Background: an optimization exercise with open tools, aiming at small area. Do not read the settings as production practice. Function was checked by simulation only, so behaviour that the tests miss may differ from the original. Power figures rest on the tool's default switching activity, not on a simulated workload.

## lane_pid
module lane_pid (
    input  wire               clk,
    input  wire               rst,
    input  wire               start,
    input  wire               load,
    output wire               ready,
    output reg                done,
    input  wire        [1:0]  op,
    input  wire               pv_prev,
    input  wire               dmeas,
    input  wire               inhib_up,
    input  wire               inhib_dn,
    input  wire signed [31:0] sp_in,
    input  wire signed [31:0] pv,
    input  wire signed [31:0] g_sp,
    input  wire signed [31:0] g_out,
    input  wire signed [31:0] u_ref,
    input  wire signed [31:0] kp,
    input  wire signed [31:0] ki,
    input  wire signed [31:0] kd,
    input  wire signed [31:0] kf,
    input  wire        [4:0]  sh_p,
    input  wire        [4:0]  sh_i,
    input  wire        [4:0]  sh_d,
    input  wire        [4:0]  sh_f,
    input  wire signed [31:0] ilim_lo,
    input  wire signed [31:0] ilim_hi,
    input  wire signed [31:0] out_lo,
    input  wire signed [31:0] out_hi,
    input  wire signed [31:0] ld_f,
    input  wire        [31:0] ld_fres,
    input  wire signed [31:0] ld_i,
    input  wire        [31:0] ld_ires,
    output wire signed [31:0] u,
    output reg  signed [31:0] p_out,
    output reg  signed [31:0] d_out,
    output wire signed [31:0] f_out,
    output wire        [31:0] fres_out,
    output wire signed [31:0] i_out,
    output wire        [31:0] ires_out,
    output reg         [4:0]  sat,
    output reg                frozen
);
    localparam [5:0]
        S_IDLE = 6'd0,
        S_E1   = 6'd1,  S_E2  = 6'd2,  S_E3  = 6'd3,
        S_OFF  = 6'd4,  S_MUL = 6'd5,  S_POST = 6'd6, S_PW = 6'd7,
        S_DX1  = 6'd8,  S_D2  = 6'd9,  S_D3  = 6'd10, S_D4 = 6'd11,
  ...
Size in the first run: about 280 flip-flops, roughly 16000 µm² of cells after synthesis.
clock: 150.0 ns
lec_check: 0
cap_margin: 0
core_area: 4 4 276 276
die_area: 0 0 280 280
slew_margin: 0
standard.sh (not shown) runs the stock make flow with config.mk's settings and CLKGATE_MAP_FILE= SYNTH_SCRIPT=/design/flow/synth_recipe.tcl, a recipe that flattens the netlist after the stock synthesis.
==> flow/flow/run.sh <==
#!/bin/bash
# Own layout flow: the standard ORFS flow (standard.sh) with
#  - synthesis mapped by ABC for area (flow/synth.tcl, flow/abc_area.script),
#  - one sky130_fd_sc_hd__buf_1 on every input and output port,
#  - a clock tree of smaller buffers without dummy loads.
# make's full output goes to flow_make.log here; ORFS's per-step logs stay under orfs/logs.
set -euo pipefail
W=$(pwd)
export OWN_ABC_SCRIPT="$W/flow/abc_area.script"
bash "$W/standard.sh" \
  "SYNTH_SCRIPT=$W/flow/synth.tcl" \
  "BUFFER_PORTS_ARGS=-buffer_cell sky130_fd_sc_hd__buf_1" \
  "CTS_ARGS=-sink_clustering_enable -repair_clock_nets -dont_use_dummy_load -buf_list sky130_fd_sc_hd__clkbuf_8 -sink_clustering_size 14 -sink_clustering_max_diameter 80" \
  finish > "$W/flow_make.log" 2>&1
==> flow/flow/abc_area.script <==
strash
ifraig
scorr
dc2
strash
&get -n
&deepsyn -T 60
&dch -f
&nf -R 1000
&put
==> flow/flow/synth.tcl <==
# The standard synthesis (synth_recipe.tcl) with one change: ABC maps the logic
# with an area-oriented script instead of ORFS's delay-oriented one. Everything
# before ABC, and so every register's name and cell, is the standard's.
proc synth {args} { yosys synth -nofsm -noshare {*}$args }
proc abc {args} {
  set i [lsearch -exact $args -script]
  if {$i >= 0} { set args [lreplace $args $i [expr {$i + 1}] -script $::env(OWN_ABC_SCRIPT)] }
  set i [lsearch -exact $args -D]
  if {$i >= 0} { set args [lreplace $args $i [expr {$i + 1}]] }
  yosys abc {*}$args
}
source $::env(SCRIPTS_DIR)/synth.tcl
# left out here: clear keep_hierarchy, flatten, clean up, hide names made inside functions, write 1_2_yosys.v
The starting point passed the timing, DRC and antenna checks.
Rerun with:
GPL_TIMING_DRIVEN = 0   (was not set)
What happened: Wire length is about the same. Sequential power hardly moves. Flip-flop and latch count does not change. Die area does not change. Global-route usage stays flat. Total power is higher by 2.4%.
Rerun with:
--- a/flow/flow/run.sh
+++ b/flow/flow/run.sh
@@ -12,3 +12,3 @@
   "BUFFER_PORTS_ARGS=-buffer_cell sky130_fd_sc_hd__buf_1" \
-  "CTS_ARGS=-sink_clustering_enable -repair_clock_nets -dont_use_dummy_load -buf_list sky130_fd_sc_hd__clkbuf_8 -sink_clustering_size 14 -sink_clustering_max_diameter 80" \
+  "CTS_ARGS=-sink_clustering_enable -repair_clock_nets -dont_use_dummy_load -buf_list sky130_fd_sc_hd__clkbuf_16 -sink_clustering_size 24 -sink_clustering_max_diameter 80" \
   finish > "$W/flow_make.log" 2>&1
==> flow/flow/abc_area.script (replaced) <==
strash
ifraig
scorr
dc2
strash
&get -n
&dch -f
&nf -R 1000
&put
GPL_TIMING_DRIVEN = not set   (was 0)
What happened:
- via count is higher by 5.6%
- register-to-register slack improves by 0.57 ns
- combinational power is lower by 50%

## re-timing with driven ports
No port has a modelled driver above. Below, the same layouts with a new extraction and two added sets of constraints.
Step 1, drivers: a clkbuf_16 drives clk and a buf_2 each remaining input, both assumed.
Step 2 adds t to the input delays and takes it off the output delays; t is the mean of the earliest and latest rising clock arrival at the registers after step 1. Input paths then give back, and output paths get back, about the clock's delay inside the block.
Three values: no drivers, after step 1, after step 2; two values: the first two.
run	t (ns)	setup WS [ns]	hold slack, ns	worst data-port slew with drivers (ns)	pins driven straight from the clock port
the first run	0.703	100.208 / 100.239 / 99.536	0.451 / 0.451 / 0.451	0.24	1
the second run	0.713	99.975 / 100.007 / 99.294	0.449 / 0.449 / 0.449	0.24	1
the third run	0.643	100.145 / 100.179 / 99.537	0.424 / 0.424 / 0.424	0.15	1
After both steps setup and hold are still met in every run listed. For the second run, which loses most, drivers alone change the setup slack by +0.032 ns; drivers and shift together by -0.681 ns.
